Background: an optimization exercise with open tools, aiming at small area, a short achievable clock period and few clock cycles. Do not read the settings as production practice. Only simulation tests tie the RTL to the original design; equivalence was not proved.

==> flow/design.v <==
module svetva_chain (
    input  wire         clk,
    input  wire         rst,
    input  wire         cmd_valid,
    output wire         cmd_ready,
    input  wire         cmd_open,
    input  wire [63:0]  cmd_uid,
    input  wire [7:0]   cmd_ring,
    input  wire [31:0]  cmd_rcount,
    input  wire [31:0]  cmd_seq,
    input  wire         in_valid,
    output wire         in_ready,
    input  wire [31:0]  in_data,
    output wire [255:0] chain,
    output reg          done
);
    function [31:0] rotr(input [31:0] x, input integer n);
        rotr = (x >> n) | (x << (32 - n));
    endfunction
    function [31:0] bsig0(input [31:0] x);
        bsig0 = rotr(x, 2) ^ rotr(x, 13) ^ rotr(x, 22);
    endfunction
    function [31:0] bsig1(input [31:0] x);
        bsig1 = rotr(x, 6) ^ rotr(x, 11) ^ rotr(x, 25);
    endfunction
    function [31:0] ssig0(input [31:0] x);
        ssig0 = rotr(x, 7) ^ rotr(x, 18) ^ (x >> 3);
    endfunction
    function [31:0] ssig1(input [31:0] x);
        ssig1 = rotr(x, 17) ^ rotr(x, 19) ^ (x >> 10);
    endfunction
    function [31:0] bswap(input [31:0] x);
        bswap = {x[7:0], x[15:8], x[23:16], x[31:24]};
    endfunction
    function [63:0] csa(input [31:0] x, input [31:0] y, input [31:0] z);
        csa = {((x & y) | (x & z) | (y & z)) << 1, x ^ y ^ z};
    endfunction
    localparam [31:0] IV0 = 32'h6a09e667, IV1 = 32'hbb67ae85,
                      IV2 = 32'h3c6ef372, IV3 = 32'ha54ff53a,
                      IV4 = 32'h510e527f, IV5 = 32'h9b05688c,
                      IV6 = 32'h1f83d9ab, IV7 = 32'h5be0cd19;
    reg          busy;          
    reg          pre;           
    reg          op_open;       
    reg  [5:0]   t;             
    reg  [1:0]   rcur;          
    reg          run_last;      
    reg  [17:0]  rem;           
    reg          d_cur;         
    reg          d_nxt;         
    reg  [16:0]  lenw;          
    reg          gl;            
    reg  [31:0]  ibuf;          
    reg          ibuf_v;
    reg          need;          
    reg  [3:0]   rcnt;          
    reg          f61, f62, f63;         
    reg          gw;            
    reg  [3:0]   j;             
    reg  [1:0]   gbk;           
    reg          f13;           
    reg  [31:0]  a, b, c, d, e, f, g, h;
    reg  [31:0]  H0, H1, H2, H3, H4, H5, H6, H7;    
    reg  [31:0]  wq [0:15];     
    reg  [31:0]  pa;            
    assign chain = {bswap(H7), bswap(H6), bswap(H5), bswap(H4),
                    bswap(H3), bswap(H2), bswap(H1), bswap(H0)};
    wire        accept  = !busy && cmd_valid;
    wire        rot     = (rcnt != 4'd0);
    wire        stall   = rot || (need && !ibuf_v);    
    wire        step    = busy && !stall;
    wire        finish  = step && f63 && !pre && run_last;
    assign cmd_ready = !busy;
    assign in_ready  = busy && !op_open && (!ibuf_v || (need && !rot));
    reg  [5:0]  t_n;
    reg         pre_n;
    reg  [1:0]  rcur_n;
    always @(*) begin
        t_n    = t;
        pre_n  = pre;
        rcur_n = rcur;
        if (accept) begin
            t_n = 6'd62;
        end else if (step) begin
            t_n = t + 6'd1;
            if (f63) begin
                pre_n = 1'b0;
                if (!pre) begin
                    if (run_last) begin
                        t_n   = 6'd61;
                        pre_n = 1'b1;
                        rcur_n = 2'd0;
                    end else if (rcur != 2'd2) begin
                        rcur_n = rcur + 2'd1;
                    end
                end
            end
        end
    end
    wire        hi_n   = (t_n >= 6'd61);
    wire        gw_n   = hi_n || (t_n <= 6'd12);
    wire [3:0]  j_n    = t_n[3:0] + 4'd3;
    wire [1:0]  gbk_n  = !hi_n ? rcur_n : pre_n ? 2'd0 : (rcur_n == 2'd2 ? 2'd2 : rcur_n + 2'd1);
    wire        rreg    = (gbk == 2'd2) || (gbk == 2'd1 && j[3]);    
    wire        rem_lt4 = rem[17] || (rem[16:2] == 15'd0);
    wire        w_len   = (gbk == 2'd1) && (j == 4'd1);              
    wire        w_dec   = (gbk == 2'd2) || (gbk == 2'd1 && j >= 4'd2);
    wire        mk      = gw && (accept || step);                    
    wire        d_cur_n = !mk ? d_cur : w_len ? 1'b1 : w_dec ? d_nxt : d_cur;
    function data_of(input [1:0] gb, input [3:0] jj, input df);
        case (gb)
            2'd0:    data_of = jj[3];
            2'd1:    data_of = !jj[3] || df;
            default: data_of = df;
        endcase
    endfunction
    wire        busy_n  = accept || (busy && !finish);
    wire        need_n  = busy_n && !(accept ? 1'b1 : op_open) && gw_n && data_of(gbk_n, j_n, d_cur_n);
    always @(posedge clk) begin
        if (rst) begin
            busy    <= 1'b0;
            pre     <= 1'b1;
            t       <= 6'd61;
            rcur    <= 2'd0;
            done    <= 1'b0;
            ibuf_v  <= 1'b0;
            need    <= 1'b0;
            rcnt    <= 4'd0;
            f61 <= 1'b1; f62 <= 1'b0; f63 <= 1'b0;
            gw  <= 1'b1; j <= 4'd0; gbk <= 2'd0; f13 <= 1'b0;
        end else begin
            busy   <= busy_n;
            done   <= finish;
            t      <= t_n;
            pre    <= pre_n;
            rcur   <= rcur_n;
            need   <= need_n;
            ibuf_v <= (in_valid && in_ready) || (ibuf_v && !(need && !rot));
            if (rot)
                rcnt <= rcnt - 4'd1;
            else if (busy && need && !ibuf_v)
                rcnt <= 4'd15;
            f61 <= (t_n == 6'd61);
            f62 <= (t_n == 6'd62);
            f63 <= (t_n == 6'd63);
            gw  <= gw_n;
            j   <= j_n;
            gbk <= gbk_n;
            f13 <= (t_n == 6'd13) && !pre_n;
            if (accept)
                op_open <= cmd_open;
        end
    end
    always @(posedge clk) begin
        if (in_valid && in_ready)
            ibuf <= in_data;
    end
    always @(posedge clk) begin
        if (mk) begin
            if (w_len) begin
                rem   <= 18'd24 + {2'b00, ibuf[15:0]};
                lenw  <= 17'd96 + {1'b0, ibuf[15:0]};
                d_cur <= 1'b1;
                d_nxt <= 1'b1;
            end else if (w_dec) begin
                rem   <= rem - 18'd4;
                d_cur <= d_nxt;
                d_nxt <= !rem[17] && ((rem[16:4] != 13'd0) || (rem[3] && rem[2:0] != 3'd0));
            end
            if (j == 4'd0)
                gl <= rreg && rem_lt4;
            else if (rreg && rem_lt4 && j <= 4'd13)
                gl <= 1'b1;
        end
        if (step && f13)
            run_last <= op_open || gl;
    end
    wire        opn   = busy ? op_open : cmd_open;
    wire [31:0] in_be = bswap(ibuf);
    reg  [31:0] hword;
    always @(*) begin
        case (j[2:0])
            3'd0: hword = H0;
            3'd1: hword = H1;
            3'd2: hword = H2;
            3'd3: hword = H3;
            3'd4: hword = H4;
            3'd5: hword = H5;
            3'd6: hword = H6;
            default: hword = H7;
        endcase
    end
    reg  [31:0] msg;
    always @(*) begin
        msg = 32'd0;
        if (opn) begin
            case (j)
                4'd0:  msg = 32'h53564554;                    
                4'd1:  msg = 32'h56412d43;                    
                4'd2, 4'd3, 4'd4, 4'd5, 4'd6: msg = hword;    
                4'd7:  msg = 32'h80000000;
                4'd15: msg = 32'd224;                         
                default: msg = 32'd0;
            endcase
        end else if (gbk == 2'd0 && !j[3]) begin
            msg = hword;                                      
        end else if (!rreg || !rem_lt4) begin
            msg = in_be;
        end else if (d_cur) begin
            case (rem[1:0])
                2'd1:    msg = {in_be[31:24], 8'h80, 16'd0};
                2'd2:    msg = {in_be[31:16], 8'h80, 8'd0};
                default: msg = {in_be[31:8], 8'h80};
            endcase
        end else if (!rem[17]) begin
            msg = 32'h80000000;
        end else if (gl && j == 4'd15) begin
            msg = {12'd0, lenw, 3'b000};
        end
    end
    wire [63:0] cs1   = csa(ssig1(wq[14]), wq[9], ssig0(wq[1]));
    wire [63:0] cs2   = csa(cs1[31:0], cs1[63:32], wq[0]);
    wire [31:0] sched = cs2[31:0] + cs2[63:32];
    wire [31:0] w_new = gw ? msg : sched;
    wire [5:0]  tk = t + 6'd1;
    reg  [31:0] k_lu;
    reg  [31:0] k_nx;
    always @(posedge clk)
        if (!stall)
            k_nx <= k_lu;
    always @(*) begin
        case (tk)
            6'd0: k_lu = 32'h71374491;
            6'd1: k_lu = 32'hb5c0fbcf;
            6'd2: k_lu = 32'he9b5dba5;
            6'd3: k_lu = 32'h3956c25b;
            6'd4: k_lu = 32'h59f111f1;
            6'd5: k_lu = 32'h923f82a4;
            6'd6: k_lu = 32'hab1c5ed5;
            6'd7: k_lu = 32'hd807aa98;
            6'd8: k_lu = 32'h12835b01;
            6'd9: k_lu = 32'h243185be;
            6'd10: k_lu = 32'h550c7dc3;
            6'd11: k_lu = 32'h72be5d74;
            6'd12: k_lu = 32'h80deb1fe;
            6'd13: k_lu = 32'h9bdc06a7;
            6'd14: k_lu = 32'hc19bf174;
            6'd15: k_lu = 32'he49b69c1;
            6'd16: k_lu = 32'hefbe4786;
            6'd17: k_lu = 32'h0fc19dc6;
            6'd18: k_lu = 32'h240ca1cc;
            6'd19: k_lu = 32'h2de92c6f;
            6'd20: k_lu = 32'h4a7484aa;
            6'd21: k_lu = 32'h5cb0a9dc;
            6'd22: k_lu = 32'h76f988da;
            6'd23: k_lu = 32'h983e5152;
            6'd24: k_lu = 32'ha831c66d;
            6'd25: k_lu = 32'hb00327c8;
            6'd26: k_lu = 32'hbf597fc7;
            6'd27: k_lu = 32'hc6e00bf3;
            6'd28: k_lu = 32'hd5a79147;
            6'd29: k_lu = 32'h06ca6351;
            6'd30: k_lu = 32'h14292967;
            6'd31: k_lu = 32'h27b70a85;
            6'd32: k_lu = 32'h2e1b2138;
            6'd33: k_lu = 32'h4d2c6dfc;
            6'd34: k_lu = 32'h53380d13;
            6'd35: k_lu = 32'h650a7354;
            6'd36: k_lu = 32'h766a0abb;
            6'd37: k_lu = 32'h81c2c92e;
            6'd38: k_lu = 32'h92722c85;
            6'd39: k_lu = 32'ha2bfe8a1;
            6'd40: k_lu = 32'ha81a664b;
            6'd41: k_lu = 32'hc24b8b70;
            6'd42: k_lu = 32'hc76c51a3;
            6'd43: k_lu = 32'hd192e819;
            6'd44: k_lu = 32'hd6990624;
            6'd45: k_lu = 32'hf40e3585;
            6'd46: k_lu = 32'h106aa070;
            6'd47: k_lu = 32'h19a4c116;
            6'd48: k_lu = 32'h1e376c08;
            6'd49: k_lu = 32'h2748774c;
            6'd50: k_lu = 32'h34b0bcb5;
            6'd51: k_lu = 32'h391c0cb3;
            6'd52: k_lu = 32'h4ed8aa4a;
            6'd53: k_lu = 32'h5b9cca4f;
            6'd54: k_lu = 32'h682e6ff3;
            6'd55: k_lu = 32'h748f82ee;
            6'd56: k_lu = 32'h78a5636f;
            6'd57: k_lu = 32'h84c87814;
            6'd58: k_lu = 32'h8cc70208;
            6'd59: k_lu = 32'h90befffa;
            6'd60: k_lu = 32'ha4506ceb;
            6'd61: k_lu = 32'hbef9a3f7;
            6'd62: k_lu = 32'hc67178f2;
            6'd63: k_lu = 32'h428a2f98;
            default: k_lu = 32'h0;
        endcase
    end
    wire [31:0] s1v = bsig1(e);
    wire [31:0] chv = (e & f) ^ (~e & g);
    wire [31:0] s0v = bsig0(a);
    wire [31:0] mjv = (a & b) ^ (a & c) ^ (b & c);
    wire [31:0] fa0 = f63 ? H0 : 32'd0;
    wire [31:0] fe4 = f63 ? H4 : 32'd0;
    wire [63:0] ct1 = csa(pa, s1v, chv);                   
    wire [63:0] ca2 = csa(fa0, mjv, s0v);
    wire [63:0] ca3 = csa(ct1[31:0], ct1[63:32], ca2[31:0]);
    wire [63:0] ca4 = csa(ca3[31:0], ca3[63:32], ca2[63:32]);
    wire [31:0] a_nx = ca4[31:0] + ca4[63:32];
    wire [63:0] ce2 = csa(ct1[31:0], ct1[63:32], d);
    wire [63:0] ce3 = csa(ce2[31:0], ce2[63:32], fe4);
    wire [31:0] e_nx = ce3[31:0] + ce3[63:32];
    wire [31:0] hsa  = f61 ? H3 : f62 ? H2 : H1;
    wire [31:0] hse  = f61 ? H7 : f62 ? H6 : H5;
    wire [31:0] ad_a = a + hsa;
    wire [31:0] ad_e = e + hse;
    wire [31:0] hsrc = f63 ? (pre ? IV7 : H7) : g;
    wire [63:0] cp1  = csa(hsrc, k_nx, wq[14]);
    wire        run  = step && !pre;            
    integer i;
    always @(posedge clk) begin
        for (i = 0; i < 15; i = i + 1)
            wq[i] <= wq[i + 1];
        wq[15] <= stall ? wq[0] : w_new;
    end
    always @(posedge clk) begin
        if (!stall) begin
            pa <= cp1[31:0] + cp1[63:32];
            if (pre) begin
                {a, b, c, d, e, f, g, h} <= {IV0, IV1, IV2, IV3, IV4, IV5, IV6, IV7};
            end else if (f63) begin
                a <= a_nx; b <= ad_a; c <= H2; d <= H3;
                e <= e_nx; f <= ad_e; g <= H6; h <= H7;
            end else begin
                a <= a_nx; b <= a; c <= b; d <= c;
                e <= e_nx; f <= e; g <= f; h <= g;
            end
        end
    end
    always @(posedge clk) begin
        if (rst) begin
            {H0, H1, H2, H3, H4, H5, H6, H7} <= 256'd0;
        end else if (accept) begin
            if (cmd_open) begin
                H2 <= bswap(cmd_uid[31:0]);
                H3 <= bswap(cmd_uid[63:32]);
                H4 <= {cmd_ring, 24'd0};
                H5 <= bswap(cmd_rcount);
                H6 <= bswap(cmd_seq);
            end
        end else if (run) begin
            if (f13 && rcur == 2'd0)
                {H0, H1, H2, H3, H4, H5, H6, H7} <= {IV0, IV1, IV2, IV3, IV4, IV5, IV6, IV7};
            if (f61) begin H3 <= ad_a; H7 <= ad_e; end
            if (f62) begin H2 <= ad_a; H6 <= ad_e; end
            if (f63) begin H0 <= a_nx; H1 <= ad_a; H4 <= e_nx; H5 <= ad_e; end
        end
    end
endmodule
==> flow/flow/run.sh <==
#!/bin/bash
# Layout flow: the standard ORFS flow (standard.sh: standard synthesis,
# floorplan, placement, CTS, routing, finish) with the clock, I/O constraints
# and every step unchanged; only ORFS's setup repair (repair_timing in
# floorplan, CTS and global routing) aims at a larger setup slack margin, so
# that it sizes up the critical paths further.
# make's full output goes to flow_make.log here; each ORFS step also keeps its
# own log under orfs/logs/.
set -euo pipefail
cd "$(dirname "$0")/.."
bash standard.sh SETUP_SLACK_MARGIN=7 finish > flow_make.log 2>&1
==> flow/standard.sh <==
#!/bin/bash
# synth_recipe.tcl (not shown) runs the flow's synth.tcl, then flattens the netlist and writes it again
# the make line also repeats each setting of config.mk as NAME=value (left out here)
make -C /OpenROAD-flow-scripts/flow DESIGN_CONFIG=/design/flow/config.mk WORK_HOME=/design/flow/orfs CLKGATE_MAP_FILE= SYNTH_SCRIPT=/design/flow/synth_recipe.tcl "${@:-finish}"
==> flow/config.mk <==
export PLATFORM = sky130hd
export DESIGN_NAME = svetva_chain
export DESIGN_NICKNAME = svetva_chain
export VERILOG_FILES = /design/flow/design.v
export SDC_FILE = /design/flow/constraint.sdc
export NUM_CORES = 4
export LEC_CHECK = 0
export CAP_MARGIN = 20
export CORE_MARGIN = 2
export CORE_UTILIZATION = 50
export SLEW_MARGIN = 20
==> flow/constraint.sdc <==
create_clock -name core_clock -period 12.5 [get_ports {clk}]
set_input_delay 2.5000 -clock core_clock [delete_from_list [all_inputs] [get_ports {clk}]]
set_output_delay 2.5000 -clock core_clock [all_outputs]
set_load 0.01 [all_outputs]
==> results of run 1 <==
-- cell usage after synthesis, types with 22 or more instances --
cell type and instances:
nand2b_1 37, edfxtp_1 359, nand2_1 605, a22oi_1 22, o221ai_1 72, nand3_1 77
fa_1 280, nor3_1 97, and2_1 32, o22ai_1 34, clkbuf_1 355, ha_1 220
mux2i_1 258, xnor2_1 310, a21o_1 111, a21oi_1 424, and3_1 30, o211ai_1 52
dfxtp_1 797, xor2_1 156, o21a_1 23, nor2b_1 49, or3_1 31, a211oi_1 85
a31oi_1 56, buf_1 46, a221oi_1 54, o21ai_0 417, inv_1 422, nor2_1 548
a311oi_1 30, o21bai_1 24
-- flip-flops by register name (all words and copies together), names as in the netlist, 6 cells and up --
name  count
wq      512
H0       32
H1       32
H2       32
H3       32
H4       32
H5       32
H6       32
H7       32
a        32
b        32
c        32
d        32
e        32
f        32
g        32
ibuf     32
k_nx     32
pa       32
rem      18
lenw     17
t         6
-- final cells by class --
cell class / count / area, µm² / share of cell area
multi-input combinational: 4489 / 33900 / 0.454
sequential: 1156 / 26800 / 0.358
clock buffer: 176 / 3720 / 0.0498
clock inverter: 61 / 835 / 0.0112
inverter: 428 / 1620 / 0.0216
timing repair buffer: 608 / 5780 / 0.0773
tap: 1650 / 2060 / 0.0276
antenna: 15 / 37.5 / 0.000502
-- worst max path at each step --
stage / startpoint / endpoint / depth (start not counted)
2_1_floorplan: f63$_SDFF_PP0_ / a[22]$_SDFFCE_PP0N_ / 23
3_3_place_gp: cmd_open / wq[15][29]$_DFF_P_ / 8
3_5_place_dp: cmd_open / wq[15][29]$_DFF_P_ / 9
4_1_cts: e[12]$_SDFFCE_PP1N_ / e[31]$_SDFFCE_PP0N_ / 22
5_1_grt: e[7]$_SDFFCE_PP0N_ / H4[29]$_SDFFE_PP0P_ / 23
6_report: e[26]$_SDFFCE_PP0N_ / H4[29]$_SDFFE_PP0P_ / 22
-- what timing repair did --
| item | CTS | global route |
|---|---|---|
| resized for setup | 43 | 62 |
| setup buffers | 34 | 38 |
| pin swaps | 23 | 33 |
| cloned | 1 | 0 |
| setup endpoints to repair | 68 | 45 |
-- routing by layer --
layer	wire length [µm]	global-route usage
met1	106000	0.549
met5	208	0.00629
met3	32800	0.122
met2	112000	0.576
met4	13900	0.189
-- cells by family (layout without fill, tap and decap cells) --
family / count (synthesis) / after routing / synth area share
fa+ha+maj: 510 / 510 / 0.134
flops: 1156 / 1156 / 0.424
other cells: 0 / 15 / 0
compound gates: 1609 / 1609 / 0.165
xor+xnor: 466 / 466 / 0.0647
simple gates: 1609 / 1609 / 0.112
buf+inv: 838 / 1273 / 0.0500
mux: 295 / 295 / 0.0509
-- placed cells by master, fill, tap and decap left out, drive strengths merged, types with 21 or more instances in the layout --
| cell | Yosys | routed |
|---|---|---|
| a221oi | 54 | 54 |
| a22oi | 22 | 22 |
| o21a | 23 | 23 |
| nand2 | 605 | 605 |
| o21ai | 434 | 434 |
| nor3 | 98 | 98 |
| nand2b | 37 | 37 |
| and3 | 30 | 30 |
| nor2b | 49 | 49 |
| fa | 280 | 280 |
| o211ai | 52 | 52 |
| or2 | 21 | 21 |
| nand3 | 78 | 78 |
| ha | 220 | 220 |
| buf | 55 | 177 |
| a31oi | 56 | 56 |
| clkbuf | 355 | 176 |
| clkdlybuf4s50 | 0 | 430 |
| xnor2 | 310 | 310 |
| mux2i | 258 | 258 |
| a211oi | 86 | 86 |
| o21bai | 24 | 24 |
| and2 | 33 | 33 |
| o221ai | 73 | 73 |
| a311oi | 31 | 31 |
| dfxtp | 797 | 797 |
| xor2 | 156 | 156 |
| inv | 425 | 434 |
| o22ai | 34 | 34 |
| clkinv | 3 | 43 |
| a21oi | 425 | 425 |
| or3 | 31 | 31 |
| edfxtp | 359 | 359 |
| a21o | 111 | 111 |
| nor2 | 549 | 549 |
-- critical path, delay by kind of cell, from the launching register on --
kind	cells	cell delay, ns
flip-flops	1	0.60
AO/OA/AOI/OAI	8	1.51
buffers and inverters	6	0.55
adder cells (fa/ha/maj)	5	2.06
XOR/XNOR	1	0.29
multiplexers	1	0.27
AND/OR/NAND/NOR	1	0.15
==> results.toml, run 1 <==
[drt]
wire_per_inst_um = 30.8
wl_um = 265000
vias_per_cell = 6.30
drt-initial-drc-count = 7450
drc = 0
antenna_left = 0
vias = 54000
dr.pass1.iters = 7

[floorplan]
die-area_um2 = 129000
die_h_um = 359
initial_core_util = 0.503
die_w_um = 359
core_area_um2 = 125000
ioPinCount = 432
row_count = 130

[clock_network]
tritoncts = "yes"
clockBufferDepth = 3
clk_pin_slew_ns = 0.06
htree_num_levels = 4
cts_hold_repair.buffers = 0
cts_buffers = 130
clkLatencyLatePin_ns = 0.82
cts_root_buffer = "clkbuf_16"
cts_num_sinks = 1156

[worst_setup_path]
reg2reg_to = "H4[29]$_SDFFE_PP0P_"
worstPathCellList = "xnor2_2 -> fa_2 -> inv_2 -> fa_1 -> inv_2 -> fa_1 -> inv_2 -> ha_4 -> inv_2 -> fa_2 -> nor2b_4 -> o2111ai_4 -> a211oi_4 -> o211ai_1 -> buf_4 -> a21oi_4 -> a221oi_2 -> buf_4 -> o21ai_4 -> mux2i_2 -> a32oi_1 -> a211oi_1"
r2r-start = "e[26]$_SDFFCE_PP0N_"
endpoint_kind = "flop"
critPathMaxFanout = 4
max_stage_delay_ns = 0.63
r2r_cells = 22
rrSetupSlack_ns = 6.97
path_class = "flop to flop"
critPathArrivalTime_ns = 6.23
cpMostUsedCell = "inv_2"
cp.required_ns = 13.19
worst_path_max_delay_cell = "fa_2"
cp-start-kind = "flop"

[finish]
fin_area_um2 = 74700
nFillCells = 10900
layout.nets = 7486
finish.utilization = 0.596
stdcell_count = 8583
area_growth_syn_to_layout_pct = 18.4
drive_gt1_frac = 0.0882

[timing]
max-slew-margin-rel = 0.166
drv_slew = 0
fin_ws_ns = 6.97
whs_ns = 0.289
hold_viol = 0
worst_pin_slew_ns = 1.25
skew_ns = 0.0817
setup_violations = 0
fin_tns_setup_ns = 0
grt_setup_unrepaired = "yes"
min_period_ns = 5.53
max_freq_mhz = 181
period_share = 0.443

[placed_design]
dp_slack_ns = 5.93
place.gp.congestion = 1.02
hpwl_um = 194000
io_buffer_count = 431
placed_area_um2 = 69000
dp_cells = 8258

[global_routing]
grt_max_degree = 162
grt_antenna_before_repair = 28
track_usage = 0.400
globalRoute.totalOverflow = 0
grt_pass1_wl_um = 373000
grt_pass1_vias = 51100

[synthesis]
avgSynthCellArea_um2 = 9.73
ys_types = 103
syn-num-nets = 7156
synthCells = 6483
synth_top_cell_by_area = "dfxtp_1"
ys_seq_area_frac = 0.424
synth_ff_type = "dfxtp_1"
synth_edf_count = 359
synth.area.top_cells = "dfxtp_1 (25%), edfxtp_1 (17%), fa_1 (8.9%)"
synth-async-reset-ratio = 0
synth_top_area_frac = 0.253
ys_seq_elements = 1156
ys_warn_count = 2
netlist_area_um2 = 63100

[min_path]
min_path_cells = 0
worst_hold_startpoint = "wq[13][31]$_DFF_P_"
hold_end = "wq[12][31]$_DFF_P_"
hold_class = "flop to flop"

[run]
cap_violations = 0

[status]
status = "no timing/DRC/antenna violations"
Testbench counts, summed over its fixed seeds: cycles 136,456.
==> run 2, diff against run 1 <==
--- a/flow/config.mk
+++ b/flow/config.mk
@@ -9,3 +9,3 @@
 export CORE_MARGIN = 2
-export CORE_UTILIZATION = 50
+export CORE_UTILIZATION = 60
 export SLEW_MARGIN = 20
==> run 2 against run 1 <==
Net effect: critical path depth decreased by 4; synthesized area unchanged; first-iteration DRC count increased by 6.3%; core utilization increased by 12 points; clock skew increased by 0.0062 ns; maximum frequency decreased by 2.6%; sequential cell count unchanged; critical endpoint is now e[24]$_SDFFCE_PP1N_.
==> results.toml, run 2 <==
[status]
status = "no timing/DRC/antenna violations"

[timing]
fin_tns_setup_ns = 0
setup_violations = 0
grt_setup_unrepaired = "yes"
drv_slew = 0
worst_pin_slew_ns = 1.25
min_period_ns = 5.68
hold_viol = 0
max-slew-margin-rel = 0.167
skew_ns = 0.0879
max_freq_mhz = 176
period_share = 0.454

[drt]
drt-initial-drc-count = 7923
route.layer.met1.wl_um = 92300
wl_met3_um = 38800
vias_per_cell = 6.70
top_layer_used = "met5"
wire_per_inst_um = 31.1
antenna_left = 0
wl_um = 258000
vias = 55600
wl_met2_um = 107000
drc = 0
dr.pass1.iters = 7

[worst_setup_path]
rrSetupSlack_ns = 6.82
r2r_cells = 18
endpoint_kind = "flop"
crit_buf_inv = 3
cp-start-kind = "flop"
worstPathCellList = "xor2_2 -> xnor2_2 -> fa_2 -> buf_4 -> fa_1 -> inv_1 -> fa_1 -> ha_1 -> o21ai_0 -> o21bai_1 -> o211ai_1 -> buf_4 -> a21oi_4 -> o221ai_2 -> o21ai_0 -> a31oi_1 -> xnor2_2 -> or2_2"
cp.required_ns = 12.98
critical_path_depth = 18
path_class = "flop to flop"
worst_path_max_delay_cell = "edfxtp_1"
critPathArrivalTime_ns = 6.16
critPathMaxFanout = 4
crit_family = "adder cells"
max_stage_delay_ns = 0.57

[synthesis]
syn-num-nets = 7156
netlist_area_um2 = 63100
avgSynthCellArea_um2 = 9.73
yosysMostFrequentCell = "dfxtp_1"
synth.area.top_cells = "dfxtp_1 (25%), edfxtp_1 (17%), fa_1 (8.9%)"
synth-async-reset-ratio = 0
synthCells = 6483
ys_types = 103
synth_top_cell_by_area = "dfxtp_1"
ys_seq_area_frac = 0.424
synth_ff_type = "dfxtp_1"
synth_top_area_frac = 0.253
ys_seq_elements = 1156
synth_common_cells = "dfxtp_1 (797), nand2_1 (605), nor2_1 (548)"
synth_edf_count = 359
ys_warn_count = 2

[finish]
largest_reg_flops = 512
area_growth_syn_to_layout_pct = 17.2
layout_common_cells = "dfxtp_1 (786), nand2_1 (598), nor2_1 (545)"
drive_gt1_frac = 0.0859
stdcell_count = 8294
largest_register = "wq"
layout.nets = 7476
final_common_cell = "dfxtp_1"
fin_area_um2 = 73900

[global_routing]
grt_max_degree = 114
globalRoute.totalOverflow = 0
track_usage = 0.467
grt_pass1_wl_um = 365000
grt_antenna_before_repair = 17
grt_pass1_vias = 53100

[floorplan]
die-area_um2 = 108000
die_h_um = 328
initial_core_util = 0.607
die_w_um = 328
ioPinCount = 432
row_count = 118
core_area_um2 = 104000

[placed_design]
place.gp.congestion = 1.08
hpwl_um = 183000
placed_area_um2 = 68400
dp_cells = 7964
io_buffer_count = 431

[clock_network]
cts_num_sinks = 1156
cts_root_buffer = "clkbuf_16"
htree_num_levels = 3
clkLatencyLatePin_ns = 0.79
tritoncts = "yes"
clk_pin_slew_ns = 0.07
cts_buffers = 115
clockBufferDepth = 3

[min_path]
min_path_cells = 0
hold_class = "flop to flop"

[run]
cap_violations = 0
[run 2: routing by layer]
layer	vias up	global-route usage
met2	4596	0.671
met1	26600	0.607
met4	18	0.282
met3	1017	0.163
met5	-	0
li1	23300	-
[run 2: worst paths after layout]
kind,from,to
worst max-delay path,e[29]$_SDFFCE_PP0N_,e[24]$_SDFFCE_PP1N_
worst min register to register,wq[15][17]$_DFF_P_,wq[14][17]$_DFF_P_
worst min-delay path,wq[15][17]$_DFF_P_,wq[14][17]$_DFF_P_
worst max register to register,e[29]$_SDFFCE_PP0N_,e[24]$_SDFFCE_PP1N_
[run 2: what timing repair did]
item / 4_1_cts / 5_1_grt
buffers inserted: 35 / 64
pin swaps: 11 / 40
gates resized for setup: 45 / 69
endpoints found under the setup margin: 83 / 75
hold buffers: 0 / 0
cloned: 3 / 0
[run 2: area by class of cell]
| class | instances | area (µm²) |
|---|---|---|
| repair buffers | 613 | 5840 |
| multi-input cells | 4489 | 33900 |
| inverters | 428 | 1620 |
| clock inverters | 51 | 666 |
| fillers | 7757 | 30000 |
| flip-flops and latches | 1156 | 26800 |
| well taps | 1380 | 1730 |
| diodes | 9 | 22.5 |
| clock buffers | 168 | 3360 |
[run 2: logic make-up after synthesis]
kind of cell	after synthesis	synth area share
compound gates	1609	0.165
xor+xnor	466	0.0647
fa+ha+maj	510	0.134
buf+inv	838	0.0500
flops	1156	0.424
mux	295	0.0509
simple gates	1609	0.112
[run 2: stage by stage]
step	worst slack, ns	hold slack [ns]	util
floorplan	7.05	0.310	-
global placement	5.75	0.310	0.658
detailed placement	5.76	0.312	0.658
CTS	6.94	0.275	0.703
global route	6.79	0.266	0.711
finish	6.82	0.264	0.711
==> run 3, diff against run 2 <==
--- a/flow/config.mk
+++ b/flow/config.mk
@@ -9,3 +9,3 @@
 export CORE_MARGIN = 2
-export CORE_UTILIZATION = 60
+export CORE_UTILIZATION = 55
 export SLEW_MARGIN = 20
==> run 3 against run 2 <==
Net effect: still clean; register-to-register slack improved by 0.12 ns; setup slack improved by 0.12 ns; cell area increased by 0.55%; synthesized area unchanged; synthesized cell count unchanged; clock-buffer cell count increased by 11; critical endpoint is now e[28]$_SDFFCE_PP1N_.
==> results.toml, run 3 <==
[min_path]
min_path_cells = 0
hold_class = "flop to flop"

[synthesis]
yosysMostFrequentCell = "dfxtp_1"
synth_top_area_frac = 0.253
synth.area.top_cells = "dfxtp_1 (25%), edfxtp_1 (17%), fa_1 (8.9%)"
syn-num-nets = 7156
synth_edf_count = 359
synth_top_cell_by_area = "dfxtp_1"
ys_warn_count = 2
synth_ff_type = "dfxtp_1"
synth_common_cells = "dfxtp_1 (797), nand2_1 (605), nor2_1 (548)"
synth-async-reset-ratio = 0
synthCells = 6483
ys_types = 103
netlist_area_um2 = 63100
avgSynthCellArea_um2 = 9.73
ys_seq_elements = 1156
ys_seq_area_frac = 0.424

[floorplan]
die_h_um = 343
die-area_um2 = 117000
row_count = 124
ioPinCount = 432
core_area_um2 = 114000
initial_core_util = 0.553
die_w_um = 343

[finish]
drive_gt1_frac = 0.0834
multi_input_area_um2 = 33800
ff_latch_area_um2 = 26800
layout.nets = 7476
nFillCells = 9235
final_common_cell = "dfxtp_1"
stdcell_count = 8430
area_growth_syn_to_layout_pct = 17.8
largest_reg_flops = 512
largest_register = "wq"
layout_common_cells = "dfxtp_1 (787), nand2_1 (598), nor2_1 (546)"
finish.utilization = 0.652
fin_area_um2 = 74300

[drt]
vias = 54600
wire_per_inst_um = 30.8
dr.pass1.iters = 7
drt-initial-drc-count = 7509
antenna_left = 0
vias_per_cell = 6.48
wl_um = 259000
drc = 0

[worst_setup_path]
worstPathCellList = "xor2_2 -> xnor2_2 -> fa_1 -> buf_4 -> fa_1 -> inv_1 -> fa_1 -> ha_1 -> a211oi_1 -> o21bai_2 -> o211ai_1 -> buf_4 -> a21oi_4 -> o221ai_2 -> o21ai_1 -> a21oi_1 -> a21oi_1 -> xor2_1 -> or2_2"
r2r_cells = 19
max_stage_delay_ns = 0.54
cpMostUsedCell = "fa_1"
critPathMaxFanout = 3
worst_path_max_delay_cell = "edfxtp_1"
cp.required_ns = 12.97
crit_buf_inv = 3
cp-start-kind = "flop"
crit_family = "adder cells"
critPathArrivalTime_ns = 6.03
endpoint_kind = "flop"
critical_path_depth = 19
path_class = "flop to flop"

[timing]
worst_pin_slew_ns = 1.22
hold_viol = 0
drv_slew = 0
min_period_ns = 5.56
fin_tns_setup_ns = 0
skew_ns = 0.0737
max-slew-margin-rel = 0.186
max_freq_mhz = 180
period_share = 0.445
setup_violations = 0
whs_ns = 0.299
grt_setup_unrepaired = "yes"
fin_ws_ns = 6.94

[clock_network]
cts_root_buffer = "clkbuf_16"
cts_num_sinks = 1156
cts_hold_repair.buffers = 0
clk_pin_slew_ns = 0.06
clkLatencyLatePin_ns = 0.78
cts_buffers = 118
htree_num_levels = 3
tritoncts = "yes"
clockBufferDepth = 3

[global_routing]
grt_pass1_wl_um = 365000
globalRoute.totalOverflow = 0
track_usage = 0.431
grt_antenna_before_repair = 24
grt_pass1_vias = 51400
grt_max_degree = 96

[placed_design]
hpwl_um = 190000
place.gp.congestion = 1.07
io_buffer_count = 431
dp_cells = 8104
dp_slack_ns = 5.43
placed_area_um2 = 68600

[status]
status = "no timing/DRC/antenna violations"

[run]
cap_violations = 0
==> run 3: cells by family after synthesis <==
family	synth area share
adders and majority gates	0.134
and+or+nand+nor	0.112
AOI/OAI and AO/OA	0.165
xor gates and xnor gates	0.0647
buffers and inverters	0.0500
DFF	0.424
muxes	0.0509
==> run 3: worst paths after layout <==
kind                       start             endpoint  slack, ns
min            wq[15][8]$_DFF_P_    wq[14][8]$_DFF_P_       0.30
max          e[27]$_SDFFCE_PP0N_  e[28]$_SDFFCE_PP1N_       6.94
max reg2reg  e[27]$_SDFFCE_PP0N_  e[28]$_SDFFCE_PP1N_       6.94
min reg2reg    wq[15][8]$_DFF_P_    wq[14][8]$_DFF_P_       0.30
==> run 3: cell type report <==
type | count | share of cell area
Timing Repair Buffer | 610 | 0.0791
Clock buffer | 179 | 0.0494
Antenna cell | 13 | 0.000438
Sequential cell | 1156 | 0.360
Inverter | 428 | 0.0218
Multi-Input combinational cell | 4489 | 0.455
Clock inverter | 43 | 0.00877
Tap cell | 1512 | 0.0254
==> run 3: what timing repair did <==
item                                    4_1_cts  5_1_grt
cloned                                        3        0
pin swaps                                    13       32
endpoints found under the setup margin       86       44
gates resized for setup                      46       55
setup buffers                                44       42
==> run 3: routing by layer <==
metal,track usage,part of all wire,up-vias
li1,-,-,23300
met1,0.577,0.38,26700
met2,0.610,0.41,3847
met3,0.152,0.14,806
met4,0.228,0.064,16
met5,0.0108,0.00041,-
==> run 4, diff against run 3 <==
--- a/flow/flow/run.sh
+++ b/flow/flow/run.sh
@@ -10,2 +10,2 @@
 cd "$(dirname "$0")/.."
-bash standard.sh SETUP_SLACK_MARGIN=7 finish > flow_make.log 2>&1
+bash standard.sh SETUP_SLACK_MARGIN=8 finish > flow_make.log 2>&1
--- a/flow/config.mk
+++ b/flow/config.mk
@@ -9,3 +9,3 @@
 export CORE_MARGIN = 2
-export CORE_UTILIZATION = 55
+export CORE_UTILIZATION = 50
 export SLEW_MARGIN = 20
==> run 4 against run 3 <==
Net effect: core utilization fell by 3.4 points; maximum frequency up 0.59%; synthesized cell count did not move; synthesized area stayed put; critical path depth stayed put; register-to-register slack better by 0.03 ns; global-route usage decreased by 2.2 points; clock skew is 0.036 ns higher; largest cell class unchanged; highest routed layer unchanged.
==> results.toml, run 4 <==
[synthesis]
syn-num-nets = 7156
synth_ff_type = "dfxtp_1"
synth_common_cells = "dfxtp_1 (797), nand2_1 (605), nor2_1 (548)"
synth_top_area_frac = 0.253
synthAdderAreaFrac = 0.134
synth-async-reset-ratio = 0
yosysMostFrequentCell = "dfxtp_1"
synth_xor_area_frac = 0.0647
avgSynthCellArea_um2 = 9.73
synth.mux.area_fraction = 0.0509
synth_top_cell_by_area = "dfxtp_1"
ys_seq_area_frac = 0.424
synth_compound_area_frac = 0.165
netlist_area_um2 = 63100
synth_top_family_by_area = "compound AO/OA/AOI/OAI gates"
yosys.area_share.simple = 0.112
synthCells = 6483
ys_warn_count = 2
ys_types = 103
ys_seq_elements = 1156
synth.area.top_cells = "dfxtp_1 (25%), edfxtp_1 (17%), fa_1 (8.9%)"
synth_edf_count = 359

[min_path]
hold_class = "flop to flop"
min_path_cells = 0

[finish]
largest_register = "wq"
nFillCells = 10500
layout.nets = 7604
largest_reg_flops = 512
layout_common_cells = "dfxtp_1 (719), nand2_1 (593), nor2_1 (539)"
fin_area_um2 = 77500
finish.utilization = 0.618
final_common_cell = "dfxtp_1"
multi_input_area_um2 = 35500
area_growth_syn_to_layout_pct = 22.8
ff_latch_area_um2 = 26900
drive_gt1_frac = 0.142

[drt]
vias = 54900
antenna_left = 0
wire_per_inst_um = 31.7
drc = 0
drt-initial-drc-count = 7575
wl_um = 276000
vias_per_cell = 6.32
dr.pass1.iters = 7

[floorplan]
core_area_um2 = 125000
ioPinCount = 432
row_count = 130
die_h_um = 359
die-area_um2 = 129000
initial_core_util = 0.503
die_w_um = 359

[clock_network]
cts_num_sinks = 1156
clockBufferDepth = 3
cts_buffers = 120
clkLatencyLatePin_ns = 0.82
tritoncts = "yes"
clk_pin_slew_ns = 0.06
htree_num_levels = 3
cts_root_buffer = "clkbuf_16"

[timing]
worst_pin_slew_ns = 1.18
max-slew-margin-rel = 0.207
max_freq_mhz = 181
fin_tns_setup_ns = 0
setup_violations = 0
fin_ws_ns = 6.97
min_period_ns = 5.53
skew_ns = 0.110
drv_slew = 0
period_share = 0.442
grt_setup_unrepaired = "yes"
hold_viol = 0

[global_routing]
grt_pass1_wl_um = 380000
globalRoute.totalOverflow = 0
grt_pass1_vias = 51500
grt_max_degree = 135
track_usage = 0.409
grt_antenna_before_repair = 21

[placed_design]
place.gp.congestion = 1.04
io_buffer_count = 431
dp_slack_ns = 5.92
placed_area_um2 = 69100
hpwl_um = 196000

[worst_setup_path]
endpoint_kind = "flop"
critPathArrivalTime_ns = 6.24
path_class = "flop to flop"
r2r_cells = 19
cp.required_ns = 13.22
critPathMaxFanout = 3
cp-start-kind = "flop"

[run]
cap_violations = 0

[status]
status = "no timing/DRC/antenna violations"
[run 4: cells by family (layout without fill, tap and decap cells)]
kind of cell    Yosys count  count (layout)
compound gates         1609            1609
simple gates           1609            1610
flops                  1156            1156
buf+inv                 838            1392
fa+ha+maj               510             510
xor+xnor                466             466
mux                     295             296
other cells               0               5
[run 4: repair_timing]
item,in CTS,in global routing
cloned,6,6
gates resized for setup,286,247
endpoints found under the setup margin,308,177
pin swaps,92,136
hold buffers,0,0
setup buffers,116,84
[run 4: through the flow]
step	std cells	hold slack (ns)
after global routing	8690	0.264
after global placement	8246	0.310
after floorplan	6483	0.310
after detailed placement	8246	0.312
final	8694	0.258
after CTS	8598	0.258
[run 4: critical path, cell delays in order, from the launching register on]
cell       delay [ns]
edfxtp_1         0.53
xor2_2           0.24
xnor2_2          0.20
fa_1             0.57
inv_1            0.06
fa_1             0.46
fa_1             0.50
ha_2             0.19
inv_2            0.04
fa_2             0.39
nor2b_4          0.13
o31a_1           0.23
o221ai_4         0.18
a211oi_4         0.40
o2111ai_2        0.20
nand3_2          0.19
a31oi_4          0.11
o21a_1           0.24
or4_1            0.48
nand3_1          0.08
[run 4: routing by layer]
metal,up-vias,share of wire,global-route usage
met4,26,0.055,0.188
met3,666,0.14,0.140
met2,3708,0.42,0.590
met1,27000,0.39,0.553
met5,-,0.0020,0
li1,23500,-,-
[run 4: area by class of cell]
cell class,instances,area share
repair buffers,733,0.0935
diodes,5,0.000161
flip-flops and latches,1156,0.347
clock inverters,57,0.00794
repair inverters,1,0.000113
well taps,1650,0.0266
clock buffers,173,0.0449
multi-input cells,4491,0.458
inverters,428,0.0211
[run 4: worst paths after layout]
| kind | from | to | slack (ns) |
|---|---|---|---|
| min | wq[13][26]$_DFF_P_ | wq[12][26]$_DFF_P_ | 0.26 |
| max reg2reg | a[4]$_SDFFCE_PP0N_ | H0[28]$_SDFFE_PP0P_ | 6.97 |
| min reg2reg | wq[13][26]$_DFF_P_ | wq[12][26]$_DFF_P_ | 0.26 |
| max | a[4]$_SDFFCE_PP0N_ | H0[28]$_SDFFE_PP0P_ | 6.97 |
==> run 5, diff against run 4 <==
--- a/flow/flow/run.sh
+++ b/flow/flow/run.sh
@@ -10,2 +10,2 @@
 cd "$(dirname "$0")/.."
-bash standard.sh SETUP_SLACK_MARGIN=8 finish > flow_make.log 2>&1
+bash standard.sh SETUP_SLACK_MARGIN=7.5 finish > flow_make.log 2>&1
==> run 5 against run 4 <==
Net effect: die area unchanged; cell area fell by 1.7%; sequential cell count did not move; setup slack better by 0.055 ns; global-route usage is 0.93 points lower; clock-buffer cell count rose by 10; critical endpoint unchanged.
==> results.toml, run 5 <==
[status]
status = "no timing/DRC/antenna violations"

[floorplan]
die-area_um2 = 129000
row_count = 130
ioPinCount = 432
core_area_um2 = 125000
die_h_um = 359
die_w_um = 359
initial_core_util = 0.503

[clock_network]
clockBufferDepth = 3
clk_pin_slew_ns = 0.06
cts_num_sinks = 1156
htree_num_levels = 4
clkLatencyLatePin_ns = 0.82
tritoncts = "yes"
cts_buffers = 131
cts_root_buffer = "clkbuf_16"

[global_routing]
grt_max_degree = 136
track_usage = 0.400
grt_pass1_vias = 51000
grt_pass1_wl_um = 373000
globalRoute.totalOverflow = 0
grt_antenna_before_repair = 18

[worst_setup_path]
endpoint_kind = "flop"
path_class = "flop to flop"
reg2reg_to = "H0[28]$_SDFFE_PP0P_"
endpoint = "H0[28]$_SDFFE_PP0P_"
critPathArrivalTime_ns = 6.22
r2r_cells = 19
cp-start-kind = "flop"
cp.required_ns = 13.25
r2r-start = "a[4]$_SDFFCE_PP0N_"
rrSetupSlack_ns = 7.03
cp-startpoint = "a[4]$_SDFFCE_PP0N_"
critPathMaxFanout = 3

[synthesis]
netlist_area_um2 = 63100
ys_warn_count = 2
synth-async-reset-ratio = 0
ys_seq_elements = 1156
synthCells = 6483
ys_seq_area_frac = 0.424
synth_top_cell_by_area = "dfxtp_1"
yosysMostFrequentCell = "dfxtp_1"
synth_top_area_frac = 0.253
syn-num-nets = 7156
synth_edf_count = 359
ys_types = 103
synth.area.top_cells = "dfxtp_1 (25%), edfxtp_1 (17%), fa_1 (8.9%)"
synth_common_cells = "dfxtp_1 (797), nand2_1 (605), nor2_1 (548)"
synth_ff_type = "dfxtp_1"
avgSynthCellArea_um2 = 9.73

[timing]
grt_setup_unrepaired = "yes"
max-slew-margin-rel = 0.208
hold_viol = 0
worst_pin_slew_ns = 1.18
drv_slew = 0
skew_ns = 0.0731
max_freq_mhz = 183
period_share = 0.438
fin_tns_setup_ns = 0
min_period_ns = 5.47
setup_violations = 0

[finish]
largest_reg_flops = 512
layout.nets = 7549
layout_common_cells = "dfxtp_1 (766), nand2_1 (596), nor2_1 (543)"
largest_register = "wq"
area_growth_syn_to_layout_pct = 20.8
final_common_cell = "dfxtp_1"
drive_gt1_frac = 0.111

[drt]
wl_um = 266000
wire_per_inst_um = 30.8
vias_per_cell = 6.28
drc = 0
antenna_left = 0
vias = 54300
dr.pass1.iters = 8
drt-initial-drc-count = 7690

[placed_design]
io_buffer_count = 431
place.gp.congestion = 1.04
hpwl_um = 193000

[run]
cap_violations = 0

[min_path]
hold_class = "flop to flop"
run 5: cell counts after synthesis:
No cell type changed its count.
run 5: worst max-delay path, cell delays in order (launching register included):
cell and delay [ns]:
edfxtp_1 0.52, xor2_2 0.24, xnor2_2 0.29, fa_1 0.49
inv_2 0.07, fa_1 0.42, fa_1 0.52, ha_2 0.20
inv_2 0.04, fa_2 0.41, nor2b_4 0.13, o31a_1 0.21
o221ai_4 0.15, a211oi_4 0.39, o2111ai_2 0.24, nand3_2 0.19
a31oi_4 0.13, o21a_1 0.21, or4_1 0.46, nand3_1 0.08
run 5: repair_timing:
item / in CTS / in global routing
pin swaps: 75 / 78
hold buffers: 0 / 0
setup endpoints to repair: 147 / 107
cloned: 4 / 1
setup buffers: 88 / 52
resized for setup: 129 / 175
run 5: worst min-delay path by stage:
stage / slack, ns / to / start / cells after the start
global placement: 0.31 / wq[3][12]$_DFF_P_ / wq[4][12]$_DFF_P_ / 0
CTS: 0.29 / wq[9][31]$_DFF_P_ / wq[10][31]$_DFF_P_ / 0
floorplan: 0.31 / wq[10][0]$_DFF_P_ / wq[11][0]$_DFF_P_ / 0
detailed placement: 0.31 / wq[1][7]$_DFF_P_ / wq[2][7]$_DFF_P_ / 0
finish: 0.30 / wq[9][31]$_DFF_P_ / wq[10][31]$_DFF_P_ / 0
global route: 0.29 / wq[9][31]$_DFF_P_ / wq[10][31]$_DFF_P_ / 0
run 5: per-stage QoR:
stage / cell area, µm² / utilization / hold slack [ns] / instances / setup WS [ns]
2_1_floorplan: 63200 / - / 0.310 / 6483 / 7.52
3_5_place_dp: 69000 / 0.550 / 0.312 / 8247 / 5.86
3_3_place_gp: 69000 / 0.550 / 0.310 / 8247 / 5.81
6_report: 76200 / 0.608 / 0.295 / 8638 / 7.03
4_1_cts: 74900 / 0.597 / 0.291 / 8578 / 7.22
5_1_grt: 76200 / 0.608 / 0.292 / 8632 / 6.99
run 5: area by class of cell:
cell class                      instances  area [µm²]
Fill cell                           10800       49200
Multi-Input combinational cell       4489       34800
Sequential cell                      1156       26800
Timing Repair Buffer                  670        6490
Clock buffer                          183        3680
Tap cell                             1650        2060
Inverter                              428        1620
Clock inverter                         56         778
Antenna cell                            6        15.0
run 5: metal layers:
metal	vias up	global-route usage	share of wire
li1	23400	-	-
met1	26700	0.543	0.40
met2	3488	0.578	0.42
met3	622	0.138	0.13
met4	18	0.172	0.050
met5	-	0	0.00044
run 5: kinds of logic after synthesis:
family,synth area share
compound gates,0.165
simple gates,0.112
flops,0.424
buf+inv,0.0500
fa+ha+maj,0.134
xor+xnor,0.0647
mux,0.0509
==> run 6, diff against run 5 <==
==> flow/run.sh (new file) <==
#!/bin/bash
# synth_recipe.tcl (not shown) runs the flow's synth.tcl, then flattens the netlist and writes it again
# the make line also repeats each setting of config.mk as NAME=value (left out here)
make -C /OpenROAD-flow-scripts/flow DESIGN_CONFIG=/design/flow/config.mk WORK_HOME=/design/flow/orfs CLKGATE_MAP_FILE= SYNTH_SCRIPT=/design/flow/synth_recipe.tcl finish
removed: flow/flow/run.sh
removed: flow/standard.sh
==> run 6 against run 5 <==
Net effect: sequential share of layout area rose by 1.4 points; critical path type unchanged; global-route usage fell by 0.76 points; die area did not move; cell count fell by 1.7%; routed wire length fell by 2.8%; critical path depth did not move.
==> results.toml, run 6 <==
[status]
status = "no timing/DRC/antenna violations"

[clock_network]
cts_num_sinks = 1156
htree_num_levels = 3
cts_hold_repair.buffers = 0
clk_pin_slew_ns = 0.06
post_cts_buffers = 0
clockBufferDepth = 3
cts_buffers = 120
tritoncts = "yes"
cts_resized = 0
cts_root_buffer = "clkbuf_16"
clkLatencyLatePin_ns = 0.82

[synthesis]
yosysMostFrequentCell = "dfxtp_1"
synth_common_cells = "dfxtp_1 (797), nand2_1 (605), nor2_1 (548)"
syn-num-nets = 7156
ys_warn_count = 2
synth-async-reset-ratio = 0
synth_top_area_frac = 0.253
netlist_area_um2 = 63100
ys_seq_elements = 1156
synth.area.top_cells = "dfxtp_1 (25%), edfxtp_1 (17%), fa_1 (8.9%)"
ys_types = 103
synth_ff_type = "dfxtp_1"
synth_top_cell_by_area = "dfxtp_1"
ys_seq_area_frac = 0.424
avgSynthCellArea_um2 = 9.73
synth_edf_count = 359
synthCells = 6483

[worst_setup_path]
critPathMaxFanout = 64
cpMostUsedCell = "buf_4"
path_class = "flop to flop"
endpoint_kind = "flop"
r2r_cells = 19
max_stage_delay_ns = 0.85
worst_path_max_delay_cell = "buf_4"
worstPathCellList = "buf_4 -> buf_4 -> nand2_1 -> fa_1 -> inv_1 -> ha_1 -> inv_1 -> fa_1 -> nor2b_1 -> o2111ai_1 -> a211oi_1 -> o211ai_1 -> a21oi_1 -> a221oi_1 -> buf_4 -> o21ai_0 -> mux2i_1 -> a32oi_1 -> a211oi_1"
cp.required_ns = 13.21
cp-start-kind = "flop"
critPathArrivalTime_ns = 7.81

[timing]
worst_pin_slew_ns = 1.27
grt_setup_unrepaired = "no"
hold_viol = 0
period_share = 0.568
drv_slew = 0
skew_ns = 0.125
max-slew-margin-rel = 0.152
max_freq_mhz = 141
fin_tns_setup_ns = 0
setup_violations = 0
min_period_ns = 7.10

[floorplan]
die_w_um = 359
die_h_um = 359
ioPinCount = 432
initial_core_util = 0.503
core_area_um2 = 125000
die-area_um2 = 129000
row_count = 130

[finish]
finish.utilization = 0.583
layout.nets = 7401
largest_reg_flops = 512
final_common_cell = "dfxtp_1"
largest_register = "wq"
area_growth_syn_to_layout_pct = 15.9
drive_gt1_frac = 0.0652
layout_common_cells = "dfxtp_1 (788), nand2_1 (598), nor2_1 (546)"

[min_path]
hold_class = "flop to flop"
min_path_cells = 0

[global_routing]
grt_pass1_vias = 50300
grt_max_degree = 111
globalRoute.totalOverflow = 0
grt_pass1_wl_um = 367000
track_usage = 0.392
grt_antenna_before_repair = 21

[drt]
vias = 53300
wire_per_inst_um = 30.5
wl_um = 259000
drt-initial-drc-count = 7202
dr.pass1.iters = 9
antenna_left = 0
drc = 0
vias_per_cell = 6.28

[placed_design]
io_buffer_count = 431
place.gp.congestion = 1.04
hpwl_um = 193000

[run]
cap_violations = 0
==> run 6: cell counts after synthesis <==
Identical to the previous run, type by type.
==> run 6: worst paths after layout <==
kind / startpoint / slack (ns) / endpoint
setup / recovery: f63$_SDFF_PP0_ / 5.40 / H4[29]$_SDFFE_PP0P_
hold reg to reg: wq[13][27]$_DFF_P_ / 0.27 / wq[12][27]$_DFF_P_
hold / removal: wq[13][27]$_DFF_P_ / 0.27 / wq[12][27]$_DFF_P_
setup reg to reg: f63$_SDFF_PP0_ / 5.40 / H4[29]$_SDFFE_PP0P_
==> run 6: cell type report <==
cell class	instances	area [µm²]
clock inverter	68	732
sequential	1156	26800
multi-input combinational	4489	33400
inverter	428	1620
antenna	5	12.5
clock buffer	162	3460
tap	1650	2060
fill	10900	52300
timing repair buffer	533	5080
==> run 6: worst max-delay path: cells and delay by family, from the launching register on <==
family / cells / cell delay, ns
buf+inv: 5 / 1.84
compound gates: 8 / 2.55
fa+ha+maj: 3 / 1.17
mux: 1 / 0.30
simple gates: 2 / 0.33
flops: 1 / 0.70
==> run 6: metal layers <==
| metal | up-vias | share of wire | global-route usage | wire length [µm] |
|---|---|---|---|---|
| met2 | 3344 | 0.43 | 0.576 | 110000 |
| met1 | 26200 | 0.40 | 0.540 | 104000 |
| met5 | - | 0.00077 | 0.00629 | 199 |
| met4 | 14 | 0.049 | 0.166 | 12800 |
| met3 | 558 | 0.12 | 0.113 | 31700 |
| li1 | 23200 | - | - | - |
==> run 6: cells by family after synthesis <==
family,Yosys count,share of synthesized area
compound gates,1609,0.165
xor+xnor,466,0.0647
fa+ha+maj,510,0.134
buf+inv,838,0.0500
flops,1156,0.424
mux,295,0.0509
simple gates,1609,0.112
==> run 6: stage by stage <==
stage	instance area [µm²]	std cells	setup WS [ns]	hold slack (ns)
3_3_place_gp	68900	8256	5.72	0.310
4_1_cts	73100	8486	5.69	0.278
6_report	73100	8491	5.40	0.273
5_1_grt	73100	8490	5.26	0.282
3_5_place_dp	68900	8256	5.74	0.312
2_1_floorplan	63100	6483	2.31	0.310

==> port drivers added, routing unchanged <==
How much do the figures lean on ideal ports? The routed layouts below were timed once more, with nothing changed but the port constraints.
Step 1 (the two cells are an assumption about what drives the block):
set clk [get_ports {clk}]
set_driving_cell -lib_cell sky130_fd_sc_hd__clkbuf_16 $clk
set_driving_cell -lib_cell sky130_fd_sc_hd__buf_2 [delete_from_list [all_inputs] $clk]
Step 2 times the ports against the registers' clock, not the clock port: input delays grow and output delays shrink by t, the midpoint of the rising clock arrivals with the driver on.
Slacks: ideal / step 1 / step 2; pairs: ideal / step 1.
| run | shift t [ns] | slack for setup (ns) | clock arrival spread, ns |
|---|---|---|---|
| run 1 | 0.851 | 6.967 / 6.967 / 6.375 | 0.082 / 0.082 |
| run 2 | 0.821 | 6.822 / 6.822 / 6.304 | 0.088 / 0.088 |
| run 3 | 0.827 | 6.939 / 6.939 / 6.295 | 0.074 / 0.075 |
| run 4 | 0.854 | 6.971 / 6.971 / 6.971 | 0.112 / 0.112 |
| run 5 | 0.863 | 7.026 / 7.026 / 6.738 | 0.082 / 0.081 |
| run 6 | 0.847 | 5.400 / 5.400 / 5.400 | 0.129 / 0.129 |
After both steps every run listed still meets setup and hold. For run 3, which loses most, drivers alone change the setup slack by 0.000 ns; drivers and shift together by -0.644 ns.
